Source: an optimization exercise on an open RTL-to-GDS flow (aim: small area, a short achievable clock period and few clock cycles per item). Production flows keep margins and buffers that such runs may drop. In this exercise RTL edits were held to simulation tests only and were not proved equivalent to the original.

==> flow/design.v, too long to show whole: its modules and the start of the top module <==
// module cle_loop: 395 lines
// module cle_rwt: 21 lines
// module cle_x0: 18 lines
// module cle_chain: 92 lines
// module cle_bgm: 119 lines
// module cle_bg2: 82 lines
// module cle_out: 34 lines
// module cle_mul_ch: 2619 lines
// module cle_mul: 2529 lines
module cle_loop (
    input  wire        clk,
    input  wire        rst,
    input  wire        cfg_we,
    input  wire [6:0]  cfg_addr,
    input  wire [31:0] cfg_wdata,
    input  wire        ev_start,
    input  wire [31:0] ev_y,
    input  wire        ev_y_valid,
    output wire        ready,
    output wire        res_valid,
    output wire [31:0] res_u,
    output wire [31:0] res_rw,
    output wire        res_clamped,
    output wire        res_input_bad,
    output wire        res_ramping,
    output wire        res_int,
    output wire        res_limit
);
  // ...
==> flow/flow/run.sh <==
#!/bin/bash
# The standard layout (standard synthesis, floorplan, placement, CTS, routing) with ORFS's
# repair_timing asked for more setup slack than the 30 ns clock needs, so that it sizes and
# buffers the design's critical paths.  The clock, SDC and everything else are the standard flow's.
set -euo pipefail
bash standard.sh SETUP_SLACK_MARGIN=21 TNS_END_PERCENT=10 finish > flow_make.log 2>&1
==> flow/standard.sh <==
#!/bin/bash
# synth_recipe.tcl (not shown) runs the flow's synth.tcl, then flattens the netlist and writes it again
# the make line also repeats each setting of config.mk as NAME=value (left out here)
make -C /OpenROAD-flow-scripts/flow DESIGN_CONFIG=/design/flow/config.mk WORK_HOME=/design/flow/orfs CLKGATE_MAP_FILE= SYNTH_SCRIPT=/design/flow/synth_recipe.tcl "${@:-finish}"
==> flow/config.mk <==
export PLATFORM = sky130hd
export DESIGN_NAME = cle_loop
export DESIGN_NICKNAME = cle_loop
export VERILOG_FILES = /design/flow/design.v
export SDC_FILE = /design/flow/constraint.sdc
export NUM_CORES = 8
export LEC_CHECK = 0
export ABC_AREA = 1
export CAP_MARGIN = 20
export CORE_MARGIN = 2
export CORE_UTILIZATION = 46
export SLEW_MARGIN = 20
export SYNTH_HIERARCHICAL = 1
==> flow/constraint.sdc <==
create_clock -name core_clock -period 30.0 [get_ports {clk}]
set_input_delay 6.0000 -clock core_clock [delete_from_list [all_inputs] [get_ports {clk}]]
set_output_delay 6.0000 -clock core_clock [all_outputs]
set_load 0.01 [all_outputs]
==> impl_metrics.py, run 1 <==
metrics = {
    "floorplan": {
        "core_um2": 722000,
        "num_rows": 312,
        "initial_core_util": 0.462,
    },
    "sta": {
        "worstMarginPinSlew_ns": 1.27,
        "final-setup-viol-count": 0,
    },
    "placement": {
        "placedCellCount": 48453,
        "port_buffers": 146,
        "dp_slack_ns": 18.37,
    },
    "finish": {
        "final_layout_size_suffix_gt1_frac": 0.0872,
    },
    "worst_setup_path": {
        "startpoint_type": "register",
        "cp_top_family": "simple AND/OR/NAND/NOR gates",
        "startpoint": "x[19]$_DFFE_PP_",
        "crit_type": "reg -> out",
        "cpPeakStageDelay_ns": 0.44,
        "r2r_end": "p1_r[12]$_DFF_P_",
        "cpMostUsedCell": "buf_12",
    },
    "outcome": {
        "status": "complete, no violations",
    },
    "routing": {
        "dr_wl_met2_um": 646000,
        "drt-pass1-iter-count": 10,
        "antenna_left": 0,
    },
    "synthesis": {
        "synth_edf_count": 2406,
        "synth_compound_area_frac": 0.143,
    },
    "clock_network": {
        "worstSkewPairLatency_ns": 1.13,
        "cts_tree": "done",
        "cts.path.max_buffers": 4,
    },
    "worst_hold_path": {
        "holdPathStages": 0,
    },
    "global_routing": {
        "overflow": 0,
    },
}
Testbench counts, summed over its fixed seeds: cycles 15,146, evals 2,304.
==> run 2: changes to the inputs <==
==> flow/run.sh (new file) <==
#!/bin/bash
# synth_recipe.tcl (not shown) runs the flow's synth.tcl, then flattens the netlist and writes it again
# the make line also repeats each setting of config.mk as NAME=value (left out here)
make -C /OpenROAD-flow-scripts/flow DESIGN_CONFIG=/design/flow/config.mk WORK_HOME=/design/flow/orfs CLKGATE_MAP_FILE= SYNTH_SCRIPT=/design/flow/synth_recipe.tcl finish
removed: flow/flow/run.sh
removed: flow/standard.sh
==> run 2 against run 1 <==
  * Largest cell class unchanged
  * Setup slack got worse by 2.8 ns
  * Critical path type unchanged
  * Die area unchanged
  * Final area decreased by 1.7%
  * Still clean on timing, DRC and antenna
  * Final cell count decreased by 0.48%
  * Wire length decreased by 1.0%
==> impl_metrics.py, run 2 <==
metrics = {
    "outcome": {
        "status": "complete, no violations",
    },
    "floorplan": {
        "die_h_um": 855,
        "initial_core_util": 0.462,
        "die_area_um2": 732000,
        "ioPinCount": 147,
        "num_rows": 312,
        "core_um2": 722000,
        "die_x_um": 855,
    },
    "finish": {
        "top_regs": "s1: 320 flops, s2: 320 flops",
        "nFillCells": 69815,
        "area_delta_synth_final_pct": 6.47,
        "ff_latch_area_um2": 88500,
        "fin_nets": 43707,
        "final_common_cell": "nand2_1",
        "final_layout_size_suffix_gt1_frac": 0.0703,
        "final_cell_mix": "nand2_1 (8195), inv_1 (5326), xor2_1 (3568)",
        "multiInputGateArea_um2": 213000,
    },
    "clock_network": {
        "cts_resized": 0,
        "root_buffer": "clkbuf_16",
        "clk_pin_slew_ns": 0.06,
        "clock_sinks": 3219,
        "post_cts_buffers": 0,
        "worstSkewPairLatency_ns": 1.16,
        "cts_buffers": 358,
        "cts_hold_buf": 0,
        "cts.path.max_buffers": 4,
        "cts_tree": "done",
        "htree_levels": 5,
    },
    "placement": {
        "routabilityCongestion": 1.03,
        "dp_hpwl_um": 1110000,
        "port_buffers": 146,
        "dp_slack_ns": 18.26,
    },
    "global_routing": {
        "grt_max_degree": 99,
        "overflow": 0,
        "grt_pass1_vias": 297986,
        "antenna_found_initial": 123,
        "grt.total_usage": 0.406,
        "grt_pass1_wl_um": 2160000,
    },
    "synthesis": {
        "yosys.area.top_type_share": 0.217,
        "avgSynthCellArea_um2": 8.28,
        "async_flop_share": 0,
        "synth_area_leaders": "edfxtp_1 (22%), fa_1 (16%), xor2_1 (9.4%)",
        "synth.distinct_cells": 87,
        "ys_warn_count": 27,
        "synth.yosys.seq_area_share": 0.266,
        "synth-seq-cells": 3219,
        "ys.flop_type": "edfxtp_1",
        "synth_area_um2": 333000,
        "synth_common_cells": "nand2_1 (8216), inv_1 (5353), xor2_1 (3569)",
        "synth_edf_count": 2406,
        "yosysMostFrequentCell": "nand2_1",
        "synthCells": 40267,
        "synth_largest_area_cell": "edfxtp_1",
    },
    "worst_setup_path": {
        "startpoint_type": "register",
        "critPathCaptureType": "output port",
        "r2r_end": "ready_r$_SDFF_PP1_",
        "worstRegToRegCells": 43,
        "crit_type": "reg -> out",
        "cp.arrival_ns": 7.00,
        "ff2ff_setup_slack_ns": 18.89,
        "worstPathRequired_ns": 24.00,
        "crit_fanout": 34,
        "rr_startpoint": "x[30]$_DFFE_PP_",
    },
    "worst_hold_path": {
        "holdCritStartpoint": "s1e_b[21]$_DFFE_PP_",
        "worstHoldEndpoint": "s1e_c[21]$_DFF_P_",
        "holdPathStages": 0,
        "hold_class": "reg -> reg",
    },
    "sta": {
        "fmax_mhz": 76.9,
        "rsz0062_at_grt": "no",
        "hold_viol": 0,
        "final-setup-viol-count": 0,
        "setup_ws_ns": 17.00,
        "fin_skew_ns": 0.185,
        "fin_crit_sh": 0.433,
        "slew_violations": 0,
        "finalSetupTns_ns": 0,
        "period_needed_ns": 13.00,
        "slew_headroom": 0.0746,
        "worstMarginPinSlew_ns": 1.39,
    },
    "routing": {
        "drt-total-wl_um": 1530000,
        "wl_per_cell_um": 31.1,
        "via_per_inst": 6.17,
        "drt-pass1-iter-count": 10,
        "antenna_left": 0,
        "initialDrtViolationCount": 39324,
        "vias": 303697,
        "drcViolationCount": 0,
    },
    "run": {
        "drv_cap": 0,
    },
}
-- run 2: final cells by class --
| cell class | instances | area share |
|---|---|---|
| flip-flops and latches | 3219 | 0.249 |
| diodes | 61 | 0.000430 |
| repair buffers | 1070 | 0.0241 |
| multi-input cells | 29006 | 0.599 |
| inverters | 5622 | 0.0597 |
| clock inverters | 155 | 0.00525 |
| clock buffers | 514 | 0.0284 |
| well taps | 9577 | 0.0338 |
-- run 2: critical path, stage by stage, from the launching register on --
cell and delay, ns:
edfxtp_1 0.32, buf_4 0.49, ha_1 0.35, a21oi_1 0.17
nor2_1 0.06, nor3_1 0.17, nand2_1 0.11, nand2_1 0.07
nand2_1 0.15, nand2_1 0.16, nand2_1 0.08, nand2_1 0.10
nand2_2 0.62, nor2_2 1.04, buf_4 0.47, nand3_1 0.11
nand2_1 0.09, nor2_1 0.04, nand3_1 0.17, buf_4 0.23
nand2_1 0.21, inv_1 0.12, clkdlybuf4s50_1 0.53
-- run 2: stage by stage --
step	hold WS (ns)	std cells	area (um2)	utilization
floorplan	0.323	40272	333000	-
global placement	0.324	48478	343000	0.474
detailed placement	0.327	48481	343000	0.474
CTS	0.302	49150	355000	0.491
global route	0.325	49178	355000	0.491
finish	0.317	49224	355000	0.492
-- run 2: logic make-up after synthesis --
kind of cell / Yosys count / synth area share
simple gates: 13265 / 0.166
buf+inv: 8047 / 0.100
compound gates: 7587 / 0.143
fa+ha+maj: 4354 / 0.225
xor+xnor: 3685 / 0.0969
flops: 3219 / 0.266
mux: 100 / 0.00300
other cells: 10 / 0.000113
-- run 2: layer usage --
metal | track usage | up-vias | share of wire
met5 | 0.00479 | - | 0.00066
met4 | 0.234 | 106 | 0.073
met3 | 0.124 | 4914 | 0.12
met2 | 0.600 | 20091 | 0.42
met1 | 0.526 | 147967 | 0.39
li1 | - | 130619 | -
-- run 2: worst max path at each step --
stage                             to             start  depth (start not counted)
global route               res_limit   x[13]$_DFFE_PP_                         19
global placement           res_limit   x[13]$_DFFE_PP_                         22
detailed placement         res_limit   x[13]$_DFFE_PP_                         22
floorplan           bctl[15]$_DFF_P_  slow3$_SDFF_PP0_                         20
CTS                        res_limit   x[13]$_DFFE_PP_                         22
finish                     res_limit   x[13]$_DFFE_PP_                         22
-- run 2: Yosys stat by module, one instance, submodules excluded --
module      cell area [um2]  cells  copies in the design
cle_loop             135000  11954                     1
cle_mul_ch            27400   3368                     1
cle_mul               25200   2747                     4
cle_bg2               17000   3426                     1
cle_chain             13200   2799                     1
cle_rwt                8560   1507                     1
cle_out                6450   1109                     1
cle_x0                 6090   1328                     1
cle_bgm                4760    947                     4
==> module cle_loop, before the edit <==
module cle_loop (
    input  wire        clk,
    input  wire        rst,
    input  wire        cfg_we,
    input  wire [6:0]  cfg_addr,
    input  wire [31:0] cfg_wdata,
    input  wire        ev_start,
    input  wire [31:0] ev_y,
    input  wire        ev_y_valid,
    output wire        ready,
    output wire        res_valid,
    output wire [31:0] res_u,
    output wire [31:0] res_rw,
    output wire        res_clamped,
    output wire        res_input_bad,
    output wire        res_ramping,
    output wire        res_int,
    output wire        res_limit
);
    localparam signed [39:0] SMAX = 40'sh7F_FFFF_FFFF;
    localparam signed [39:0] SMIN = -40'sh7F_FFFF_FFFF;
    function automatic signed [39:0] sat42(input signed [41:0] v);
        reg pos, neg;
        begin
            pos   = ~v[41] & (v[40] | v[39]);
            neg   = v[41] & (~(v[40] & v[39]) | ~(|v[38:0]));
            sat42 = pos ? SMAX : (neg ? SMIN : v[39:0]);
        end
    endfunction
    function automatic signed [39:0] sat41(input signed [40:0] v);
        reg pos, neg;
        begin
            pos   = ~v[40] & v[39];
            neg   = v[40] & (~v[39] | ~(|v[38:0]));
            sat41 = pos ? SMAX : (neg ? SMIN : v[39:0]);
        end
    endfunction
    function automatic signed [39:0] shsat(input signed [40:0] v, input [3:0] sh);
        reg signed [55:0] w;
        reg        [15:0] anyh, allh, zl;
        reg               pos, neg;
        integer           m, k;
        begin
            w = {{15{v[40]}}, v} <<< sh;
            for (m = 0; m < 16; m = m + 1) begin
                anyh[m] = 1'b0;              
                allh[m] = 1'b1;
                zl[m]   = 1'b1;              
                for (k = 0; k < 40; k = k + 1) begin
                    if (k >= 39 - m) begin
                        anyh[m] = anyh[m] | v[k];
                        allh[m] = allh[m] & v[k];
                    end else
                        zl[m] = zl[m] & ~v[k];
                end
            end
            pos   = ~v[40] & anyh[sh];              
            neg   = v[40] & ~(allh[sh] & ~zl[sh]);  
            shsat = pos ? SMAX : (neg ? SMIN : w[39:0]);
        end
    endfunction
    function automatic [47:0] benc(input [31:0] c);
        integer j;
        reg hi, md, lo;
        begin
            for (j = 0; j < 16; j = j + 1) begin
                hi = c[2*j+1];
                md = c[2*j];
                lo = (j == 0) ? 1'b0 : c[2*j-1];
                benc[j]      = md ^ lo;
                benc[16 + j] = (hi & ~md & ~lo) | (~hi & md & lo);
                benc[32 + j] = hi;
            end
        end
    endfunction
    function automatic signed [31:0] clamp32(input signed [31:0] v,
                                             input signed [31:0] lo,
                                             input signed [31:0] hi);
        if (v < lo)
            clamp32 = lo;
        else if (v > hi)
            clamp32 = hi;
        else
            clamp32 = v;
    endfunction
    reg signed [31:0] cb0 [0:7];
    reg signed [31:0] cb1 [0:7];
    reg signed [31:0] cb2 [0:7];
    reg signed [31:0] ca1 [0:7];
    reg signed [31:0] ca2 [0:7];
    reg        [3:0]  csh [0:7];
    reg        [3:0]  nsec;
    reg               soft_en, invert;
    reg signed [31:0] out_min, out_max;
    reg        [31:0] slew, ramp;
    reg        [15:0] lim_n;
    reg signed [31:0] setpoint;
    reg               mode_auto;
    reg signed [31:0] man_m;
    reg signed [39:0] s1 [0:7];
    reg signed [39:0] s2 [0:7];
    reg signed [31:0] u_prev;
    reg signed [31:0] rw;
    reg               soft_pending;
    reg        [15:0] lim_cnt;
    reg               lim_armed;
    reg               ready_r;
    reg               busy;          
    reg               slow2, slow3;  
    reg               strk;          
    reg               wait1;         
    reg               stall1;        
    reg               rvalid;
    reg               bad;           
    reg               clr_d, rst_d;  
    reg        [2:0]  sec;           
    reg               last_r;        
    reg               trk_r;         
    reg signed [39:0] x;             
    reg signed [31:0] xo;            
    reg signed [31:0] xm;            
    reg signed [41:0] r_r;           
    reg        [47:0] bctl;          
    reg signed [39:0] s1c_r;         
    reg signed [39:0] s1w_r;         
    reg               byp_r;         
    reg               b0_eq3, b0_eq2;
    reg               ramping_r, int_r, slew_nz, lim_hit_r;
    reg signed [39:0] trk_t;         
    reg        [3:0]  sh_l;          
    reg signed [31:0] m_c_r;
    reg signed [33:0] slo_r, shi_r;
    reg signed [31:0] u_lo, u_hi;    
    reg               lo_slo, lo_shi, hi_slo, hi_shi;  
    reg signed [31:0] u_st;          
    reg               st, st_cl;     
    reg               bg1_v, bg1_last, bg2_v, bg2_last;
    reg        [2:0]  bg1_sec, bg2_sec;
    reg signed [31:0] c1_r, c2_r, c3_r, c4_r;
    reg signed [39:0] xb, pb, s1e_b, s1e_c;
    reg signed [39:0] t1_r, t2_r, p1_r, p2_r;
    reg               aw_en_r, aw_lt_r, aw_gt_r;
    assign ready     = ready_r;
    assign res_valid = rvalid;
    wire [3:0] last_idx = nsec - 4'd1;
    wire       is_int   = (nsec != 4'd0) &&
                          (ca1[last_idx[2:0]] == 32'hC000_0000) &&
                          (ca2[last_idx[2:0]] == 32'd0) &&
                          (cb2[last_idx[2:0]] == 32'd0);
    wire signed [31:0] rw_tgt;
    wire               rw_is_y;
    cle_rwt u_rwt (.setpoint(setpoint), .rw(rw), .ramp(ramp), .auto(mode_auto), .soft_en(soft_en),
                   .soft_pending(soft_pending), .rwt(rw_tgt), .rwy(rw_is_y));
    wire signed [39:0] x0;
    wire signed [31:0] rw_next;
    cle_x0 u_x0 (.rwt(rw_tgt), .y(ev_y), .inv(invert), .rwy(rw_is_y), .x0(x0), .rw_next(rw_next));
    wire               st_clr = rst_d || clr_d;
    wire               x0_ld  = ready_r && ev_start && ev_y_valid;
    wire               first  = busy && !slow2 && !slow3;
    wire               x_eq3  = (x[39:37] == 3'b000) || (x[39:37] == 3'b111);
    wire               x_eq2  = (x[39] == x[38]);
    wire               safe   = b0_eq3 || x_eq3 || (b0_eq2 && x_eq2);
    wire               fast   = safe && !trk_r;
    wire        [3:0]  shc    = csh[sec];
    wire signed [39:0] s1c    = byp_r ? s1w_r : s1c_r;
    wire signed [39:0] e_in   = fast ? s1c : 40'sd0;
    wire signed [39:0] t_sat  = sat41({trk_t[39], trk_t});
    wire signed [41:0] t_lo   = {{2{trk_t[39]}}, trk_t} - {2'b00, SMAX};
    wire signed [41:0] t_hi   = {{2{trk_t[39]}}, trk_t} + {2'b00, SMAX};
    wire               t_pos  = !trk_t[39] && (trk_t != 40'sd0);
    wire               t_neg  = trk_t[39];
    wire signed [39:0] t_x    = shsat({t_sat[39], t_sat}, sh_l);
    wire signed [41:0] v;
    wire signed [39:0] x_d, p_d;
    wire               done1, toslow;
    cle_chain u_ch (.bone(bctl[15:0]), .btwo(bctl[31:16]), .bneg(bctl[47:32]),
                    .x(x), .e(e_in), .sh(shc), .trk(trk_r), .t_x(t_x), .t_sat(t_sat),
                    .t_lo(t_lo), .t_hi(t_hi), .t_pos(t_pos), .t_neg(t_neg),
                    .first(first), .safe(safe), .ld0(x0_ld), .x0(x0), .lds(slow3), .x_s(x_s),
                    .ldp(slow2), .pre_s(pre_s),
                    .v(v), .x_d(x_d), .p_d(p_d), .done1(done1), .toslow(toslow));
    wire signed [39:0] b_s   = sat42(r_r);
    wire signed [40:0] d_s   = {trk_t[39], trk_t} - {b_s[39], b_s};
    wire signed [39:0] t_s   = sat41(d_s);
    wire signed [39:0] a_s   = strk ? t_s : s1c;
    wire signed [39:0] pre_s = sat41({b_s[39], b_s} + {a_s[39], a_s});
    wire signed [39:0] x_s   = shsat({pb[39], pb}, shc);
    wire               tonext = done1 || slow3;         
    wire               adv  = ((first && safe) || slow3) && !last_r;
    wire [2:0]         nsel = (!busy || last_r) ? 3'd0 : (adv ? sec + 3'd1 : sec);
    wire signed [31:0] b0n  = cb0[nsel];
    wire [2:0]         ssel = !busy ? 3'd0 : (adv ? sec + 3'd1 : sec);    
    wire               last_n = ({1'b0, nsel} == last_idx);
    wire signed [39:0] t1, t2, p1, p2;
    cle_bgm u_m1 (.c(c1_r), .x(xb), .p(t1));
    cle_bgm u_m2 (.c(c2_r), .x(xb), .p(t2));
    cle_bgm u_m3 (.c(c3_r), .x(pb), .p(p1));
    cle_bgm u_m4 (.c(c4_r), .x(pb), .p(p2));
    wire signed [39:0] s1w, s2n;
    cle_bg2 u_bg2 (.t1(t1_r), .p1(p1_r), .t2(t2_r), .p2(p2_r), .s2o(s2[bg2_sec]),
                   .s1e(s1e_c), .aw_en(bg2_last && aw_en_r), .aw_lt(aw_lt_r), .aw_gt(aw_gt_r),
                   .s1w(s1w), .s2n(s2n));
    wire signed [31:0] u_new;
    wire               clamped, u_lt, u_gt;
    cle_out u_out (.u_raw(xo), .u_rawm(xm), .out_min(out_min), .out_max(out_max), .slo(slo_r), .shi(shi_r),
                   .slew_nz(slew_nz), .u_lo(u_lo), .u_hi(u_hi), .lo_slo(lo_slo), .lo_shi(lo_shi),
                   .hi_slo(hi_slo), .hi_shi(hi_shi), .u_st(u_st), .st(st), .st_cl(st_cl), .m_c(m_c_r),
                   .u(u_new), .clamped(clamped), .u_lt(u_lt), .u_gt(u_gt));
    assign res_u         = u_new;
    assign res_clamped   = clamped;
    assign res_limit     = clamped && lim_hit_r;
    assign res_rw        = rw;
    assign res_input_bad = bad;
    assign res_ramping   = ramping_r;
    assign res_int       = int_r;
    wire signed [31:0] m_c    = clamp32(man_m, out_min, out_max);
    wire signed [39:0] m_wide = {m_c, 8'd0};
    wire signed [33:0] slo_w  = {{2{u_prev[31]}}, u_prev} - {2'b00, slew};
    wire signed [33:0] shi_w  = {{2{u_prev[31]}}, u_prev} + {2'b00, slew};
    wire signed [33:0] omin_w = {{2{out_min[31]}}, out_min};
    wire signed [33:0] omax_w = {{2{out_max[31]}}, out_max};
    wire               sl_nz  = (slew != 32'd0);
    wire               mn_lo  = (omin_w < slo_w);
    wire               mn_hi  = (omin_w > shi_w);
    wire               mx_lo  = (omax_w < slo_w);
    wire               mx_hi  = (omax_w > shi_w);
    wire        cfg_ok = ready_r && cfg_we;
    wire [31:0] wd     = rst ? 32'd0 : cfg_wdata;
    wire        sec_wr = rst || (cfg_ok && !cfg_addr[6]);
    wire        glb_wr = rst || (cfg_ok && cfg_addr[6]);
    wire        clear  = cfg_ok && (cfg_addr == 7'h4A);
    wire signed [39:0] s1d = st_clr ? 40'sd0 : s1w;
    wire signed [39:0] s2d = st_clr ? 40'sd0 : s2n;
    integer i;
    always @(posedge clk) begin
        for (i = 0; i < 8; i = i + 1) begin
            if (sec_wr && (rst || cfg_addr[5:3] == i)) begin
                if (rst || cfg_addr[2:0] == 3'd0) cb0[i] <= wd;
                if (rst || cfg_addr[2:0] == 3'd1) cb1[i] <= wd;
                if (rst || cfg_addr[2:0] == 3'd2) cb2[i] <= wd;
                if (rst || cfg_addr[2:0] == 3'd3) ca1[i] <= wd;
                if (rst || cfg_addr[2:0] == 3'd4) ca2[i] <= wd;
                if (rst || cfg_addr[2:0] == 3'd5) csh[i] <= wd[3:0];
            end
            if (st_clr || (bg2_v && bg2_sec == i)) begin
                s1[i] <= s1d;
                s2[i] <= s2d;
            end
        end
        if (glb_wr) begin
            if (rst || cfg_addr[5:0] == 6'h00) nsec     <= wd[3:0];
            if (rst || cfg_addr[5:0] == 6'h01) begin soft_en <= wd[0]; invert <= wd[1]; end
            if (rst || cfg_addr[5:0] == 6'h02) out_min  <= wd;
            if (rst || cfg_addr[5:0] == 6'h03) out_max  <= wd;
            if (rst || cfg_addr[5:0] == 6'h04) slew     <= wd;
            if (rst || cfg_addr[5:0] == 6'h05) ramp     <= wd;
            if (rst || cfg_addr[5:0] == 6'h06) lim_n    <= wd[15:0];
            if (rst || cfg_addr[5:0] == 6'h07) setpoint <= wd;
            if (rst || cfg_addr[5:0] == 6'h08) mode_auto <= wd[0];
            if (rst || cfg_addr[5:0] == 6'h09) man_m    <= wd;
        end
    end
    always @(posedge clk) begin
        ramping_r <= (rw != setpoint);
        int_r     <= is_int;
        slew_nz   <= sl_nz;
        m_c_r     <= m_c;
        u_st      <= bad ? u_prev : m_c_r;
        st        <= bad || !mode_auto;
        st_cl     <= !bad;
        lo_slo    <= sl_nz && mn_lo;
        lo_shi    <= sl_nz && !mn_lo && mn_hi;
        hi_slo    <= sl_nz && mx_lo;
        hi_shi    <= sl_nz && !mx_lo && mx_hi;
        u_lo      <= (sl_nz && mn_lo) ? slo_w[31:0] : ((sl_nz && mn_hi) ? shi_w[31:0] : out_min);
        u_hi      <= (sl_nz && mx_lo) ? slo_w[31:0] : ((sl_nz && mx_hi) ? shi_w[31:0] : out_max);
        trk_t     <= m_wide >>> csh[last_idx[2:0]];
        sh_l      <= csh[last_idx[2:0]];
        slo_r     <= slo_w;
        shi_r     <= shi_w;
        lim_hit_r <= (lim_n != 16'd0) && lim_armed && (lim_cnt + 16'd1 == lim_n);
        bctl      <= benc(b0n);
        b0_eq3    <= (b0n[31:29] == 3'b000) || (b0n[31:29] == 3'b111);
        b0_eq2    <= (b0n[31] == b0n[30]);
        last_r    <= last_n;
        trk_r     <= !mode_auto && is_int && last_n;
        aw_en_r   <= mode_auto && int_r;
        aw_lt_r   <= u_lt;
        aw_gt_r   <= u_gt;
        c1_r      <= cb1[sec];
        c2_r      <= cb2[sec];
        c3_r      <= ca1[sec];
        c4_r      <= ca2[sec];
        t1_r      <= t1;
        t2_r      <= t2;
        p1_r      <= p1;
        p2_r      <= p2;
        s1e_c     <= s1e_b;
        bg2_sec   <= bg1_sec;
        bg2_last  <= bg1_last;
        if (first) begin
            xb       <= x;
            s1e_b    <= s1c;
            bg1_sec  <= sec;
            bg1_last <= last_r;
            r_r      <= v;
            strk     <= trk_r;
        end
        if ((first && safe) || slow3 || x0_ld) begin
            x  <= x_d;
            xo <= x_d[39:8];
        end
        if ((first && safe && last_r) || slow3 || x0_ld)
            xm <= x_d[39:8];
        if ((first && safe) || slow2)
            pb <= p_d;
        s1c_r     <= st_clr ? 40'sd0 : s1[ssel];
        s1w_r     <= s1w;
        byp_r     <= !st_clr && bg2_v && (bg2_sec == ssel);
    end
    always @(posedge clk) begin
        rst_d <= rst;
        if (rst) begin
            u_prev <= 32'd0; rw <= 32'd0; soft_pending <= 1'b1;
            lim_cnt <= 16'd0; lim_armed <= 1'b1;
            ready_r <= 1'b1; busy <= 1'b0; slow2 <= 1'b0; slow3 <= 1'b0;
            wait1 <= 1'b0; stall1 <= 1'b0; rvalid <= 1'b0; bad <= 1'b0; clr_d <= 1'b0;
            sec <= 3'd0; bg1_v <= 1'b0; bg2_v <= 1'b0;
        end else begin
            rvalid <= 1'b0;
            wait1  <= 1'b0;
            stall1 <= 1'b0;
            clr_d  <= clear;
            if (wait1) begin
                ready_r <= 1'b1;
                rvalid  <= 1'b1;
            end
            if (stall1)
                ready_r <= 1'b1;
            if (rvalid && !bad) begin
                u_prev <= u_new;
                if (clamped) begin
                    if (lim_cnt != 16'hFFFF)
                        lim_cnt <= lim_cnt + 16'd1;
                    if (lim_hit_r)
                        lim_armed <= 1'b0;
                end else begin
                    lim_cnt   <= 16'd0;
                    lim_armed <= 1'b1;
                end
            end
            slow2 <= toslow;
            slow3 <= slow2;
            bg1_v <= tonext;
            if (tonext) begin
                if (last_r) begin
                    busy   <= 1'b0;
                    rvalid <= 1'b1;
                    if (nsec == 4'd1)
                        stall1  <= 1'b1;
                    else
                        ready_r <= 1'b1;
                end else
                    sec <= sec + 3'd1;
            end
            bg2_v <= bg1_v && !clear;
            if (x0_ld) begin
                rw  <= rw_next;
                if (mode_auto)
                    soft_pending <= 1'b0;
                sec <= 3'd0;
                if (nsec == 4'd0)
                    wait1 <= 1'b1;
                else
                    busy  <= 1'b1;
            end
            if (cfg_ok) begin
                if (cfg_addr == 7'h48 && !cfg_wdata[0])
                    soft_pending <= 1'b1;
                if (clear) begin
                    u_prev       <= 32'd0;
                    rw           <= 32'd0;
                    soft_pending <= 1'b1;
                    lim_cnt      <= 16'd0;
                    lim_armed    <= 1'b1;
                end
            end else if (ready_r && ev_start) begin
                ready_r <= 1'b0;
                bad     <= !ev_y_valid;
                if (!ev_y_valid)
                    wait1 <= 1'b1;
            end
        end
    end
endmodule
==> run 3: changes to the inputs <==
--- a/flow/design.v
+++ b/flow/design.v
@@ -89,6 +89,7 @@
     reg signed [31:0] ca1 [0:7];
     reg signed [31:0] ca2 [0:7];
     reg        [3:0]  csh [0:7];
+    reg        [7:0]  a1_i, a2_z, b2_z;  
     reg        [3:0]  nsec;
     reg               soft_en, invert;
     reg signed [31:0] out_min, out_max;
@@ -143,10 +144,8 @@
     assign ready     = ready_r;
     assign res_valid = rvalid;
     wire [3:0] last_idx = nsec - 4'd1;
-    wire       is_int   = (nsec != 4'd0) &&
-                          (ca1[last_idx[2:0]] == 32'hC000_0000) &&
-                          (ca2[last_idx[2:0]] == 32'd0) &&
-                          (cb2[last_idx[2:0]] == 32'd0);
+    wire       is_int   = (nsec != 4'd0) && a1_i[last_idx[2:0]] && a2_z[last_idx[2:0]] &&
+                          b2_z[last_idx[2:0]];
     wire signed [31:0] rw_tgt;
     wire               rw_is_y;
     cle_rwt u_rwt (.setpoint(setpoint), .rw(rw), .ramp(ramp), .auto(mode_auto), .soft_en(soft_en),
@@ -169,7 +168,8 @@
     wire signed [41:0] t_hi   = {{2{trk_t[39]}}, trk_t} + {2'b00, SMAX};
     wire               t_pos  = !trk_t[39] && (trk_t != 40'sd0);
     wire               t_neg  = trk_t[39];
-    wire signed [39:0] t_x    = shsat({t_sat[39], t_sat}, sh_l);
+    wire [39:0]        t_msk  = ~((40'd1 << sh_l) - 40'd1);
+    wire signed [39:0] t_x    = (m_c_r == 32'sh8000_0000) ? SMIN : ({m_c_r, 8'd0} & t_msk);
     wire signed [41:0] v;
     wire signed [39:0] x_d, p_d;
     wire               done1, toslow;
@@ -237,9 +237,9 @@
             if (sec_wr && (rst || cfg_addr[5:3] == i)) begin
                 if (rst || cfg_addr[2:0] == 3'd0) cb0[i] <= wd;
                 if (rst || cfg_addr[2:0] == 3'd1) cb1[i] <= wd;
-                if (rst || cfg_addr[2:0] == 3'd2) cb2[i] <= wd;
-                if (rst || cfg_addr[2:0] == 3'd3) ca1[i] <= wd;
-                if (rst || cfg_addr[2:0] == 3'd4) ca2[i] <= wd;
+                if (rst || cfg_addr[2:0] == 3'd2) begin cb2[i] <= wd; b2_z[i] <= (wd == 32'd0); end
+                if (rst || cfg_addr[2:0] == 3'd3) begin ca1[i] <= wd; a1_i[i] <= (wd == 32'hC000_0000); end
+                if (rst || cfg_addr[2:0] == 3'd4) begin ca2[i] <= wd; a2_z[i] <= (wd == 32'd0); end
                 if (rst || cfg_addr[2:0] == 3'd5) csh[i] <= wd[3:0];
             end
             if (st_clr || (bg2_v && bg2_sec == i)) begin
==> flow/flow/run.sh (new file) <==
#!/bin/bash
# The standard layout (standard synthesis, floorplan, placement, CTS, routing) with ORFS's
# repair_timing asked for more setup slack than the 30 ns clock needs, so that it sizes and
# buffers the design's critical paths.  The clock, SDC and everything else are the standard flow's.
set -euo pipefail
bash standard.sh SETUP_SLACK_MARGIN=21 TNS_END_PERCENT=10 finish > flow_make.log 2>&1
==> flow/standard.sh (new file) <==
#!/bin/bash
# synth_recipe.tcl (not shown) runs the flow's synth.tcl, then flattens the netlist and writes it again
# the make line also repeats each setting of config.mk as NAME=value (left out here)
make -C /OpenROAD-flow-scripts/flow DESIGN_CONFIG=/design/flow/config.mk WORK_HOME=/design/flow/orfs CLKGATE_MAP_FILE= SYNTH_SCRIPT=/design/flow/synth_recipe.tcl "${@:-finish}"
removed: flow/run.sh
==> run 3 against run 2 <==
  * Synthesized area is 0.81% lower
  * Critical path depth is 1 lower
  * Still clean on timing, DRC and antenna
  * Final area is 1.5% higher
  * Worst hold slack worse by 0.014 ns
  * Sequential share of layout area is 0.15 points lower
  * Wire length is 0.66% lower
  * Critical path type unchanged
  * Setup slack better by 2.7 ns
  * Fmax is 27% higher
  * Core utilization is 1.1 points higher
==> impl_metrics.py, run 3 <==
metrics = {
    "outcome": {
        "status": "complete, no violations",
    },
    "clock_network": {
        "cts_buffers": 362,
        "cts.path.max_buffers": 4,
        "root_buffer": "clkbuf_16",
        "clk_pin_slew_ns": 0.06,
        "htree_levels": 5,
        "cts_tree": "done",
        "clock_sinks": 3243,
        "worstSkewPairLatency_ns": 1.14,
        "cts_hold_buf": 0,
    },
    "synthesis": {
        "synthSimpleGateAreaFrac": 0.168,
        "synth_compound_area_frac": 0.135,
        "ys_warn_count": 27,
        "synth_edf_count": 2430,
        "ys.flop_type": "edfxtp_1",
        "synth_area_leaders": "edfxtp_1 (22%), fa_1 (17%), nand2_1 (9.5%)",
        "synthMuxAreaShare": 0.00254,
        "async_flop_share": 0,
        "synth_common_cells": "nand2_1 (8338), inv_1 (5302), xor2_1 (3565)",
        "avgSynthCellArea_um2": 8.35,
        "synthXorXnorAreaFrac": 0.0978,
        "synthAdderAreaFrac": 0.226,
        "synth-seq-cells": 3243,
        "yosysMostFrequentCell": "nand2_1",
        "synth.yosys.seq_area_share": 0.270,
        "synth_area_um2": 331000,
        "synth_top_family_by_area": "adder cells",
        "synth.distinct_cells": 94,
        "synth_largest_area_cell": "edfxtp_1",
        "synthCells": 39614,
        "yosys.area.top_type_share": 0.221,
    },
    "sta": {
        "finalSetupTns_ns": 0,
        "period_needed_ns": 10.26,
        "fin_skew_ns": 0.203,
        "rsz0062_at_grt": "yes",
        "hold_viol": 0,
        "slew_headroom": 0.124,
        "fin_hold_ws_ns": 0.303,
        "fin_crit_sh": 0.342,
        "worstMarginPinSlew_ns": 1.31,
        "final-setup-viol-count": 0,
        "slew_violations": 0,
        "fmax_mhz": 97.5,
    },
    "finish": {
        "area_delta_synth_final_pct": 8.90,
        "final_layout_size_suffix_gt1_frac": 0.0953,
        "nFillCells": 68986,
        "top_regs": "s1: 320 flops, s2: 320 flops",
        "final_common_cell": "nand2_1",
        "final_cell_mix": "nand2_1 (8211), inv_1 (5226), xor2_1 (3559)",
        "fin_nets": 43403,
    },
    "routing": {
        "drt-pass1-iter-count": 10,
        "antenna_left": 0,
        "via_per_inst": 6.12,
        "drt-total-wl_um": 1520000,
        "initialDrtViolationCount": 37956,
        "wl_per_cell_um": 31.1,
        "drcViolationCount": 0,
        "vias": 299070,
    },
    "floorplan": {
        "die_area_um2": 726000,
        "initial_core_util": 0.461,
        "die_x_um": 852,
        "num_rows": 311,
        "ioPinCount": 147,
        "die_h_um": 852,
        "core_um2": 717000,
    },
    "worst_setup_path": {
        "startpoint_type": "register",
        "crit_fanout": 6,
        "worstPathRequired_ns": 24.00,
        "crit_type": "reg -> out",
        "cp.arrival_ns": 4.26,
        "critPathCaptureType": "output port",
    },
    "placement": {
        "port_buffers": 146,
        "routabilityCongestion": 1.01,
        "dp_hpwl_um": 1080000,
    },
    "global_routing": {
        "grt_max_degree": 98,
        "grt.total_usage": 0.405,
        "grt_pass1_vias": 292388,
        "overflow": 0,
        "antenna_found_initial": 107,
        "grt_pass1_wl_um": 2140000,
    },
    "worst_hold_path": {
        "hold_class": "reg -> reg",
    },
    "run": {
        "drv_cap": 0,
    },
}
==> run 3: per-layer routing <==
layer  wire length [um]  GRT usage
met5                375    0.00387
met1             589000      0.526
met4             113000      0.239
met2             638000      0.605
met3             178000      0.115
==> run 3: kinds of logic after synthesis <==
group,count (synthesis)
xor gates and xnor gates,3692
muxes,84
adders and majority gates,4348
AOI/OAI and AO/OA,7033
and+or+nand+nor,13247
other,11
DFF,3243
buffers and inverters,7956
==> run 3: worst max-delay path, stage by stage, from the launching register on <==
cell	delay, ns
edfxtp_1	0.43
buf_6	0.16
ha_4	0.21
a21oi_2	0.13
nor2_1	0.07
nor3_2	0.20
nand2_2	0.11
nand2_2	0.09
nand2_4	0.08
nand2_4	0.10
nand3_4	0.08
buf_12	0.16
nand2_8	0.07
buf_12	0.13
nand3_4	0.17
buf_16	0.21
buf_12	0.14
buf_6	0.12
nor3_4	0.20
nor2_4	0.08
nand3_4	0.09
buf_6	0.11
==> run 3: worst paths after layout <==
check / from / to / slack [ns] / cells after the start
max: x[13]$_DFFE_PP_ / res_u[30] / 19.74 / 21
min reg2reg: s1e_b[29]$_DFFE_PP_ / s1e_c[29]$_DFF_P_ / 0.30 / 0
max reg2reg: x[13]$_DFFE_PP_ / aw_gt_r$_DFF_P_ / 20.08 / 70
min: s1e_b[29]$_DFFE_PP_ / s1e_c[29]$_DFF_P_ / 0.30 / 0
==> run 3: final cells by class <==
type	instances	area (um2)	area share
Timing Repair Buffer	1380	12700	0.0352
Antenna cell	64	160	0.000445
Inverter	5562	21400	0.0595
Clock buffer	520	10500	0.0291
Tap cell	9546	11900	0.0332
Sequential cell	3243	89300	0.248
Clock inverter	159	2170	0.00603
Timing Repair inverter	1	8.76	0.0000243
Multi-Input combinational cell	28429	212000	0.589
==> run 3: per-stage QoR <==
step           worst slack (ns)  instance area (um2)  std cells   util
6_report                  19.74               360000      48904  0.502
5_1_grt                   19.68               360000      48850  0.502
4_1_cts                   19.73               359000      48799  0.501
3_5_place_dp              19.05               339000      47756  0.474
3_3_place_gp              18.52               339000      47753  0.473
2_1_floorplan             20.79               331000      39625      -
==> run 3: modules after synthesis (local to each module, per instance), excerpt <==
module | cell area, um2 | times used | cells inside
cle_bgm | 4760 | 4 | 947
cle_x0 | 6090 | 1 | 1328
cle_chain | 13200 | 1 | 2799
cle_rwt | 8560 | 1 | 1507
cle_loop | 131000 | 1 | 11234
cle_mul_ch | 27900 | 1 | 3368
cle_out | 6830 | 1 | 1176
==> run 3: timing repair <==
| action | CTS | global route |
|---|---|---|
| setup endpoints to repair | 670 | 641 |
| pin swaps | 151 | 54 |
| buffers inserted | 336 | 37 |
| resized for setup | 974 | 229 |
| cloned | 28 | 3 |
Testbench counts of run 3, summed over its fixed seeds: cycles 15,146, evals 2,304.
==> module cle_bg2, before the edit <==
module cle_bg2 (
    input  wire signed [39:0] t1, p1, t2, p2, s2o, s1e,
    input  wire               aw_en, aw_lt, aw_gt,
    output wire signed [39:0] s1w, s2n
);
    localparam signed [39:0] SMAX = 40'sh7F_FFFF_FFFF;
    localparam signed [39:0] SMIN = -40'sh7F_FFFF_FFFF;
    function automatic signed [39:0] sat42(input signed [41:0] v);
        reg pos, neg;
        begin
            pos   = ~v[41] & (v[40] | v[39]);
            neg   = v[41] & (~(v[40] & v[39]) | ~(|v[38:0]));
            sat42 = pos ? SMAX : (neg ? SMIN : v[39:0]);
        end
    endfunction
    function automatic signed [39:0] sat41(input signed [40:0] v);
        reg pos, neg;
        begin
            pos   = ~v[40] & v[39];
            neg   = v[40] & (~v[39] | ~(|v[38:0]));
            sat41 = pos ? SMAX : (neg ? SMIN : v[39:0]);
        end
    endfunction
    function automatic signed [39:0] shsat(input signed [40:0] v, input [3:0] sh);
        reg signed [55:0] w;
        reg        [15:0] anyh, allh, zl;
        reg               pos, neg;
        integer           m, k;
        begin
            w = {{15{v[40]}}, v} <<< sh;
            for (m = 0; m < 16; m = m + 1) begin
                anyh[m] = 1'b0;              
                allh[m] = 1'b1;
                zl[m]   = 1'b1;              
                for (k = 0; k < 40; k = k + 1) begin
                    if (k >= 39 - m) begin
                        anyh[m] = anyh[m] | v[k];
                        allh[m] = allh[m] & v[k];
                    end else
                        zl[m] = zl[m] & ~v[k];
                end
            end
            pos   = ~v[40] & anyh[sh];              
            neg   = v[40] & ~(allh[sh] & ~zl[sh]);  
            shsat = pos ? SMAX : (neg ? SMIN : w[39:0]);
        end
    endfunction
    function automatic [47:0] benc(input [31:0] c);
        integer j;
        reg hi, md, lo;
        begin
            for (j = 0; j < 16; j = j + 1) begin
                hi = c[2*j+1];
                md = c[2*j];
                lo = (j == 0) ? 1'b0 : c[2*j-1];
                benc[j]      = md ^ lo;
                benc[16 + j] = (hi & ~md & ~lo) | (~hi & md & lo);
                benc[32 + j] = hi;
            end
        end
    endfunction
    function automatic signed [31:0] clamp32(input signed [31:0] v,
                                             input signed [31:0] lo,
                                             input signed [31:0] hi);
        if (v < lo)
            clamp32 = lo;
        else if (v > hi)
            clamp32 = hi;
        else
            clamp32 = v;
    endfunction
    wire signed [40:0] dd   = {t1[39], t1} - {p1[39], p1};
    wire               dpos = ~dd[40] & dd[39];
    wire               dneg = dd[40] & (~dd[39] | ~(|dd[38:0]));
    wire signed [41:0] c0   = {{2{t1[39]}}, t1} - {{2{p1[39]}}, p1} + {{2{s2o[39]}}, s2o};
    wire signed [40:0] c1   = {s2o[39], s2o} + {1'b0, SMAX};
    wire signed [40:0] c2   = {s2o[39], s2o} + {1'b1, SMIN};
    wire signed [39:0] s1n  = dpos ? sat41(c1) : (dneg ? sat41(c2) : sat42(c0));
    wire               aw   = aw_en && ((aw_lt && (s1n > s1e)) || (aw_gt && (s1n < s1e)));
    assign s1w = aw ? s1e : s1n;
    assign s2n = sat41({t2[39], t2} - {p2[39], p2});
endmodule
==> module cle_out, before the edit <==
module cle_out (
    input  wire signed [31:0] u_raw, u_rawm, out_min, out_max,
    input  wire signed [33:0] slo, shi,
    input  wire               slew_nz,
    input  wire signed [31:0] u_lo, u_hi,
    input  wire               lo_slo, lo_shi, hi_slo, hi_shi,
    input  wire signed [31:0] u_st,
    input  wire               st, st_cl,
    input  wire signed [31:0] m_c,
    output wire signed [31:0] u,
    output wire               clamped, u_lt, u_gt
);
    wire signed [33:0] ur_w   = {{2{u_raw[31]}}, u_raw};
    wire               lt_min = (u_raw < out_min);
    wire               gt_max = (u_raw > out_max);
    wire               raw_lo = slew_nz && (ur_w < slo);
    wire               raw_hi = slew_nz && (ur_w > shi);
    wire               eq_slo = (u_raw == slo[31:0]);
    wire               eq_shi = (u_raw == shi[31:0]);
    wire               eq_mc  = (u_raw == m_c);
    wire               o_lo   = !st && lt_min;
    wire               o_hi   = !st && !lt_min && gt_max;
    wire               o_slo  = !st && !lt_min && !gt_max && raw_lo;
    wire               o_shi  = !st && !lt_min && !gt_max && !raw_lo && raw_hi;
    wire               o_raw  = !st && !lt_min && !gt_max && !raw_lo && !raw_hi;
    assign u       = ({32{st}} & u_st) | ({32{o_lo}} & u_lo) | ({32{o_hi}} & u_hi) |
                     ({32{o_slo}} & slo[31:0]) | ({32{o_shi}} & shi[31:0]) | ({32{o_raw}} & u_rawm);
    assign clamped = (st && st_cl && !eq_mc) ||
                     (o_lo && (lo_slo ? !eq_slo : (lo_shi ? !eq_shi : 1'b1))) ||
                     (o_hi && (hi_slo ? !eq_slo : (hi_shi ? !eq_shi : 1'b1))) ||
                     (o_slo && !eq_slo) || (o_shi && !eq_shi);
    assign u_lt    = (u < u_raw);
    assign u_gt    = (u > u_raw);
endmodule
==> run 4: changes to the inputs <==
--- a/flow/design.v
+++ b/flow/design.v
@@ -140,7 +140,8 @@
     reg signed [31:0] c1_r, c2_r, c3_r, c4_r;
     reg signed [39:0] xb, pb, s1e_b, s1e_c;
     reg signed [39:0] t1_r, t2_r, p1_r, p2_r;
-    reg               aw_en_r, aw_lt_r, aw_gt_r;
+    reg               aw_en_r;
+    reg signed [31:0] ur_r;          
     assign ready     = ready_r;
     assign res_valid = rvalid;
     wire [3:0] last_idx = nsec - 4'd1;
@@ -198,14 +199,14 @@
     cle_bgm u_m4 (.c(c4_r), .x(pb), .p(p2));
     wire signed [39:0] s1w, s2n;
     cle_bg2 u_bg2 (.t1(t1_r), .p1(p1_r), .t2(t2_r), .p2(p2_r), .s2o(s2[bg2_sec]),
-                   .s1e(s1e_c), .aw_en(bg2_last && aw_en_r), .aw_lt(aw_lt_r), .aw_gt(aw_gt_r),
+                   .s1e(s1e_c), .aw_en(bg2_last && aw_en_r), .u(u_prev), .u_raw(ur_r),
                    .s1w(s1w), .s2n(s2n));
     wire signed [31:0] u_new;
-    wire               clamped, u_lt, u_gt;
+    wire               clamped;
     cle_out u_out (.u_raw(xo), .u_rawm(xm), .out_min(out_min), .out_max(out_max), .slo(slo_r), .shi(shi_r),
                    .slew_nz(slew_nz), .u_lo(u_lo), .u_hi(u_hi), .lo_slo(lo_slo), .lo_shi(lo_shi),
                    .hi_slo(hi_slo), .hi_shi(hi_shi), .u_st(u_st), .st(st), .st_cl(st_cl), .m_c(m_c_r),
-                   .u(u_new), .clamped(clamped), .u_lt(u_lt), .u_gt(u_gt));
+                   .u(u_new), .clamped(clamped));
     assign res_u         = u_new;
     assign res_clamped   = clamped;
     assign res_limit     = clamped && lim_hit_r;
@@ -285,8 +286,7 @@
         last_r    <= last_n;
         trk_r     <= !mode_auto && is_int && last_n;
         aw_en_r   <= mode_auto && int_r;
-        aw_lt_r   <= u_lt;
-        aw_gt_r   <= u_gt;
+        ur_r      <= xm;
         c1_r      <= cb1[sec];
         c2_r      <= cb2[sec];
         c3_r      <= ca1[sec];
@@ -645,7 +645,8 @@
 endmodule
 module cle_bg2 (
     input  wire signed [39:0] t1, p1, t2, p2, s2o, s1e,
-    input  wire               aw_en, aw_lt, aw_gt,
+    input  wire               aw_en,
+    input  wire signed [31:0] u, u_raw,
     output wire signed [39:0] s1w, s2n
 );
     localparam signed [39:0] SMAX = 40'sh7F_FFFF_FFFF;
@@ -721,7 +722,7 @@
     wire signed [40:0] c1   = {s2o[39], s2o} + {1'b0, SMAX};
     wire signed [40:0] c2   = {s2o[39], s2o} + {1'b1, SMIN};
     wire signed [39:0] s1n  = dpos ? sat41(c1) : (dneg ? sat41(c2) : sat42(c0));
-    wire               aw   = aw_en && ((aw_lt && (s1n > s1e)) || (aw_gt && (s1n < s1e)));
+    wire               aw   = aw_en && (((u < u_raw) && (s1n > s1e)) || ((u > u_raw) && (s1n < s1e)));
     assign s1w = aw ? s1e : s1n;
     assign s2n = sat41({t2[39], t2} - {p2[39], p2});
 endmodule
@@ -735,7 +736,7 @@
     input  wire               st, st_cl,
     input  wire signed [31:0] m_c,
     output wire signed [31:0] u,
-    output wire               clamped, u_lt, u_gt
+    output wire               clamped
 );
     wire signed [33:0] ur_w   = {{2{u_raw[31]}}, u_raw};
     wire               lt_min = (u_raw < out_min);
@@ -756,8 +757,6 @@
                      (o_lo && (lo_slo ? !eq_slo : (lo_shi ? !eq_shi : 1'b1))) ||
                      (o_hi && (hi_slo ? !eq_slo : (hi_shi ? !eq_shi : 1'b1))) ||
                      (o_slo && !eq_slo) || (o_shi && !eq_shi);
-    assign u_lt    = (u < u_raw);
-    assign u_gt    = (u > u_raw);
 endmodule
 module cle_mul_ch (
     input [15:0] bone,
==> run 4 against run 3 <==
  * Still clean
  * Non-clock buffer count down 143
  * Final cell count down 0.66%
  * Worst hold slack gained 0.012 ns
  * Synthesized area fell by 0.18%
  * Sequential share of layout area is 0.30 points higher
  * Core utilization shrank 0.23 points
  * Clock-buffer cell count fell by 41
  * Via count down 0.43%
  * Final area fell by 0.57%
==> impl_metrics.py, run 4 <==
metrics = {
    "outcome": {
        "status": "complete, no violations",
    },
    "finish": {
        "ff_latch_area_um2": 89900,
        "final_layout_size_suffix_gt1_frac": 0.0891,
        "top_regs": "s1: 320 flops, s2: 320 flops",
        "nFillCells": 69009,
        "fin_nets": 43075,
        "area_delta_synth_final_pct": 8.48,
        "final_cell_mix": "nand2_1 (8244), inv_1 (5043), xor2_1 (3556)",
        "multiInputGateArea_um2": 211000,
        "final_common_cell": "nand2_1",
    },
    "synthesis": {
        "yosysMostFrequentCell": "nand2_1",
        "synthXorXnorAreaFrac": 0.0975,
        "synth_compound_area_frac": 0.136,
        "synthMuxAreaShare": 0.00258,
        "synth_common_cells": "nand2_1 (8339), inv_1 (5126), xor2_1 (3560)",
        "synth_edf_count": 2430,
        "synthAdderAreaFrac": 0.227,
        "synthSimpleGateAreaFrac": 0.166,
        "yosys.area.top_type_share": 0.221,
        "synth-seq-cells": 3273,
        "synth_largest_area_cell": "edfxtp_1",
        "synth.distinct_cells": 93,
        "synth.yosys.seq_area_share": 0.272,
        "synthCells": 39403,
        "ys_warn_count": 27,
        "synth_area_um2": 330000,
        "synth_area_leaders": "edfxtp_1 (22%), fa_1 (17%), nand2_1 (9.5%)",
        "ys.flop_type": "edfxtp_1",
        "avgSynthCellArea_um2": 8.38,
        "async_flop_share": 0,
        "synth_top_family_by_area": "adder cells",
    },
    "sta": {
        "fin_crit_sh": 0.338,
        "slew_violations": 0,
        "slew_headroom": 0.0483,
        "finalSetupTns_ns": 0,
        "final-setup-viol-count": 0,
        "period_needed_ns": 10.15,
        "fin_hold_ws_ns": 0.315,
        "fin_skew_ns": 0.153,
        "rsz0062_at_grt": "yes",
        "worstMarginPinSlew_ns": 1.42,
        "hold_viol": 0,
        "fmax_mhz": 98.5,
    },
    "floorplan": {
        "die_x_um": 851,
        "die_h_um": 851,
        "initial_core_util": 0.461,
        "core_um2": 716000,
        "ioPinCount": 147,
        "die_area_um2": 724000,
        "num_rows": 311,
    },
    "worst_hold_path": {
        "hold_class": "reg -> reg",
    },
    "worst_setup_path": {
        "cp.arrival_ns": 4.15,
        "cp_cell_sequence": "buf_6 > ha_4 > a21oi_2 > o21ai_2 > a21oi_2 > nand2_2 > nand2_4 > buf_6 > nand3_4 > nand2_8 > nand2_4 > nor2_4 > buf_12 > nand4_1 > nand3_4 > buf_12 > nand2_8 > inv_4 > buf_6",
        "cp_top_family": "simple AND/OR/NAND/NOR gates",
        "crit_type": "reg -> out",
        "cpMostUsedCell": "buf_6",
        "crit_fanout": 4,
        "cpPeakStageDelay_ns": 0.54,
        "worstPathRequired_ns": 24.00,
        "critPathCaptureType": "output port",
        "cp_slowest_cell": "edfxtp_1",
        "crit_buf_inv": 6,
        "startpoint_type": "register",
    },
    "clock_network": {
        "cts_tree": "done",
        "clock_sinks": 3273,
        "htree_levels": 5,
        "cts.path.max_buffers": 4,
        "root_buffer": "clkbuf_16",
        "worstSkewPairLatency_ns": 1.12,
        "clk_pin_slew_ns": 0.06,
        "cts_buffers": 371,
    },
    "routing": {
        "wl_per_cell_um": 31.6,
        "via_per_inst": 6.13,
        "initialDrtViolationCount": 36143,
        "vias": 297787,
        "drcViolationCount": 0,
        "drt-total-wl_um": 1530000,
        "antenna_left": 0,
        "drt-pass1-iter-count": 11,
    },
    "run": {
        "drv_cap": 0,
    },
    "global_routing": {
        "overflow": 0,
        "grt.total_usage": 0.409,
        "grt_max_degree": 95,
        "grt_pass1_vias": 294697,
        "grt_pass1_wl_um": 2160000,
        "antenna_found_initial": 100,
    },
    "placement": {
        "routabilityCongestion": 0.996,
        "dp_hpwl_um": 1090000,
        "port_buffers": 146,
    },
}
-- run 4: cell types whose count changed after synthesis, moves of 37 or more --
| cell | previous run | this run |
|---|---|---|
| a21oi_1 | 1515 | 1555 |
| nand4_1 | 355 | 410 |
| o21ai_1 | 361 | 398 |
| nor3_1 | 254 | 217 |
| o221ai_1 | 77 | 30 |
| inv_1 | 5302 | 5126 |
| o21ai_2 | 163 | 94 |
| nand3_1 | 1332 | 1232 |
| a22o_1 | 178 | 272 |
-- run 4: area by class of cell --
type | count | share of cell area
Tap cell | 9546 | 0.0334
Timing Repair inverter | 4 | 0.0000943
Timing Repair Buffer | 1237 | 0.0319
Inverter | 5410 | 0.0578
Clock buffer | 479 | 0.0284
Antenna cell | 62 | 0.000433
Multi-Input combinational cell | 28354 | 0.590
Sequential cell | 3273 | 0.251
Clock inverter | 217 | 0.00674
-- run 4: logic make-up after synthesis --
group                    Yosys count
buffers and inverters           7796
multiplexers                      85
XOR/XNOR                        3671
adder cells (fa/ha/maj)         4348
AND/OR/NAND/NOR                13125
flip-flops                      3273
AO/OA/AOI/OAI                   7094
other                             11
-- run 4: metrics by stage --
stage,instances,cell area (um2),util,worst slack [ns]
CTS,48442,356000,0.497,19.86
global placement,47588,339000,0.474,18.02
finish,48582,358000,0.500,19.85
detailed placement,47593,339000,0.474,18.06
global route,48530,358000,0.500,19.78
floorplan,39414,330000,-,20.85
-- run 4: metal layers --
layer / global-route usage / wire length [um]
met2: 0.617 / 650000
met1: 0.526 / 594000
met3: 0.112 / 173000
met5: 0.00354 / 609
met4: 0.243 / 117000
-- run 4: per-module statistics from Yosys, one instance, submodules excluded --
module,copies in the design,flip-flops and latches
cle_rwt,1,0
cle_out,1,0
cle_bgm,4,0
cle_mul,4,0
cle_bg2,1,0
cle_mul_ch,1,0
cle_loop,1,3273
cle_chain,1,0
cle_x0,1,0
-- run 4: worst paths after layout --
| check | slack, ns | to | from | cells after the start |
|---|---|---|---|---|
| max | 19.85 | res_limit | x[19]$_DFFE_PP_ | 19 |
| min | 0.31 | s1e_c[10]$_DFF_P_ | s1e_b[10]$_DFFE_PP_ | 0 |
| max reg2reg | 20.19 | p1_r[9]$_DFF_P_ | c3_r[3]$_DFF_P_ | 36 |
| min reg2reg | 0.31 | s1e_c[10]$_DFF_P_ | s1e_b[10]$_DFFE_PP_ | 0 |
-- run 4: worst reg2reg max path, delay by kind of cell, from the launching register on --
family / cells / cell delay, ns
compound gates: 1 / 0.14
xor+xnor: 2 / 0.76
fa+ha+maj: 8 / 3.52
buf+inv: 9 / 2.31
flops: 1 / 0.29
simple gates: 16 / 2.70
-- run 4: repair_timing --
action                                  in CTS  in global routing
pin swaps                                   98                 79
hold buffers                                 0                  0
setup buffers                              129                 62
gates resized for setup                    766                324
endpoints found under the setup margin     693               1191
gates cloned                                24                 15
Testbench counts of run 4, summed over its fixed seeds: cycles 15,146, evals 2,304.
==> run 5: changes to the inputs <==
--- a/flow/config.mk
+++ b/flow/config.mk
@@ -8,6 +8,6 @@
 export ABC_AREA = 1
 export CAP_MARGIN = 20
 export CORE_MARGIN = 2
-export CORE_UTILIZATION = 46
+export CORE_UTILIZATION = 50
 export SLEW_MARGIN = 20
 export SYNTH_HIERARCHICAL = 1
==> run 5 against run 4 <==
  * Global-route usage up 2.8 points
  * First-iteration DRC count up 12%
  * Synthesized area unchanged
  * Setup slack worse by 0.037 ns
  * Wire length down 1.6%
  * Flip-flop and latch count unchanged
  * Highest routed layer unchanged
  * Final cell count down 1.8%
  * Register-to-register slack about the same
  * Via count up 0.96%
==> impl_metrics.py, run 5 <==
metrics = {
    "floorplan": {
        "num_rows": 298,
        "initial_core_util": 0.502,
        "die_x_um": 817,
        "ioPinCount": 147,
        "die_area_um2": 667000,
        "core_um2": 658000,
        "die_h_um": 817,
    },
    "worst_setup_path": {
        "critPathCaptureType": "output port",
        "crit_fanout": 8,
        "cp.arrival_ns": 4.19,
        "startpoint_type": "register",
        "worstPathRequired_ns": 24.00,
        "crit_type": "reg -> out",
    },
    "placement": {
        "port_buffers": 146,
        "dp_hpwl_um": 1060000,
        "routabilityCongestion": 1.01,
    },
    "finish": {
        "final_layout_size_suffix_gt1_frac": 0.0886,
        "area_delta_synth_final_pct": 8.00,
        "nFillCells": 61569,
        "utilization": 0.542,
        "multiInputGateArea_um2": 211000,
        "top_regs": "s1: 320 flops, s2: 320 flops",
        "fin_nets": 43049,
        "final_cell_mix": "nand2_1 (8229), inv_1 (5062), xor2_1 (3557)",
        "ff_latch_area_um2": 89900,
        "final_common_cell": "nand2_1",
    },
    "sta": {
        "rsz0062_at_grt": "yes",
        "slew_violations": 0,
        "fmax_mhz": 98.1,
        "hold_viol": 0,
        "fin_skew_ns": 0.140,
        "worstMarginPinSlew_ns": 1.23,
        "period_needed_ns": 10.19,
        "fin_crit_sh": 0.340,
        "finalSetupTns_ns": 0,
        "fin_hold_ws_ns": 0.339,
        "slew_headroom": 0.174,
        "final-setup-viol-count": 0,
    },
    "worst_hold_path": {
        "hold_class": "reg -> reg",
    },
    "synthesis": {
        "ys.flop_type": "edfxtp_1",
        "synth_common_cells": "nand2_1 (8339), inv_1 (5126), xor2_1 (3560)",
        "async_flop_share": 0,
        "yosys.area.top_type_share": 0.221,
        "synthCells": 39403,
        "synth_area_leaders": "edfxtp_1 (22%), fa_1 (17%), nand2_1 (9.5%)",
        "yosysMostFrequentCell": "nand2_1",
        "synth_largest_area_cell": "edfxtp_1",
        "synth_edf_count": 2430,
        "ys_warn_count": 27,
        "synth_area_um2": 330000,
        "avgSynthCellArea_um2": 8.38,
        "synth.distinct_cells": 93,
        "synth-seq-cells": 3273,
        "synth.yosys.seq_area_share": 0.272,
    },
    "routing": {
        "wl_met1_um": 558000,
        "antenna_left": 0,
        "met3_length_um": 191000,
        "drt-pass1-iter-count": 8,
        "vias": 300657,
        "dr_wl_met2_um": 630000,
        "initialDrtViolationCount": 40620,
        "highest_layer": "met5",
        "drcViolationCount": 0,
        "drt-total-wl_um": 1510000,
        "via_per_inst": 6.30,
        "wl_per_cell_um": 31.7,
    },
    "clock_network": {
        "clock_sinks": 3273,
        "cts_hold_buf": 0,
        "cts.path.max_buffers": 4,
        "cts_tree": "done",
        "worstSkewPairLatency_ns": 1.12,
        "clk_pin_slew_ns": 0.07,
        "htree_levels": 5,
        "root_buffer": "clkbuf_16",
        "cts_buffers": 355,
    },
    "global_routing": {
        "grt_max_degree": 108,
        "grt_pass1_wl_um": 2120000,
        "grt_pass1_vias": 294848,
        "grt.total_usage": 0.437,
        "overflow": 0,
        "antenna_found_initial": 111,
    },
    "outcome": {
        "status": "complete, no violations",
    },
    "run": {
        "drv_cap": 0,
    },
}
-- run 5: cell counts after synthesis --
Identical to the previous run, type by type.
-- run 5: final cells by class --
class,instances,area share
inverters,5410,0.0579
well taps,8700,0.0305
flip-flops and latches,3273,0.252
repair buffers,1229,0.0320
clock inverters,161,0.00577
diodes,65,0.000456
repair inverters,3,0.0000702
multi-input cells,28353,0.593
clock buffers,494,0.0280
-- run 5: metrics by stage --
step	std cells	cell area (um2)	setup WS [ns]
final	47688	357000	19.81
after detailed placement	46690	338000	18.73
after global placement	46688	338000	18.68
after CTS	47508	353000	19.87
after floorplan	39414	330000	20.85
after global routing	47634	356000	19.80
-- run 5: critical path, stage by stage (launching register included) --
cell and delay (ns):
edfxtp_1 0.46, buf_12 0.21, buf_4 0.16, ha_1 0.29
nand2_1 0.06, inv_1 0.08, nand3_2 0.15, a21oi_2 0.25
o21ai_2 0.10, nand2_1 0.08, nand2_1 0.06, nand4_1 0.11
nand2_1 0.10, nor2_4 0.16, buf_12 0.12, nand4_1 0.16
nand3_4 0.24, nand2_4 0.12, inv_2 0.07, buf_6 0.10
-- run 5: what timing repair did --
item | in CTS | in global routing
gates resized for setup | 553 | 524
buffers inserted | 129 | 103
setup endpoints to repair | 701 | 706
cloned | 34 | 11
pin swaps | 83 | 93
-- run 5: per-module statistics from Yosys, one instance, submodules excluded --
module / copies in the design / area [um2]
cle_chain: 1 / 13200
cle_mul_ch: 1 / 27500
cle_bg2: 1 / 17700
cle_rwt: 1 / 8560
cle_x0: 1 / 6090
cle_out: 1 / 6080
cle_mul: 4 / 25200
cle_bgm: 4 / 4760
cle_loop: 1 / 131000
-- run 5: cells by family (layout without fill, tap and decap cells) --
kind of cell,count (synthesis),after routing,share of synthesized area
other,11,87,0.000125
and+or+nand+nor,13125,13133,0.166
buffers and inverters,7796,7297,0.0982
AOI/OAI and AO/OA,7094,7094,0.136
DFF,3273,3273,0.272
muxes,85,85,0.00258
adders and majority gates,4348,4348,0.227
xor gates and xnor gates,3671,3671,0.0975
-- run 5: layer usage --
layer,vias up,global-route usage
li1,127990,-
met1,145896,0.548
met2,20965,0.645
met3,5758,0.139
met4,48,0.293
met5,-,0
-- run 5: path summary, 6_finish.rpt --
path / cells after the start / from / slack, ns / end
worst max-delay path: 19 / x[17]$_DFFE_PP_ / 19.81 / res_limit
worst min-delay path: 0 / s1e_b[24]$_DFFE_PP_ / 0.34 / s1e_c[24]$_DFF_P_
worst max register to register: 33 / c1_r[13]$_DFF_P_ / 20.18 / t1_r[28]$_DFF_P_
worst min register to register: 0 / s1e_b[24]$_DFFE_PP_ / 0.34 / s1e_c[24]$_DFF_P_

port drivers added, routing unchanged:
How much do the figures lean on ideal ports? The routed layouts below were timed once more, with nothing changed but the port constraints.
Step 1 assumes that a clkbuf_16 drives the clock port and a buf_2 every other input.
Step 2 adds t to the input delays and takes it off the output delays; t is the mean of the earliest and latest rising clock arrival at the registers after step 1. Input paths then give back, and output paths get back, about the clock's delay inside the block.
a / b / c = no drivers / after step 1 / after step 2; a / b = the first two.
run	t (ns)	setup WS [ns]	latest minus earliest clock arrival (ns)	slew at the worst register clock pin (ns)	cell pins on the clock port's net
run 1	1.219	19.768 / 19.610 / 19.858	0.159 / 0.160	0.09 / 0.09	1
run 2	1.220	16.996 / 16.844 / 18.064	0.187 / 0.187	0.09 / 0.09	1
run 3	1.200	19.740 / 19.584 / 20.047	0.206 / 0.205	0.09 / 0.09	1
run 4	1.212	19.846 / 19.681 / 19.579	0.153 / 0.154	0.09 / 0.09	1
run 5	1.200	19.809 / 19.657 / 19.970	0.141 / 0.141	0.08 / 0.08	1
After both steps setup and hold are still met in every run listed. The setup slack of run 4, which loses most, moves by -0.165 ns with the drivers and by -0.267 ns with both steps.
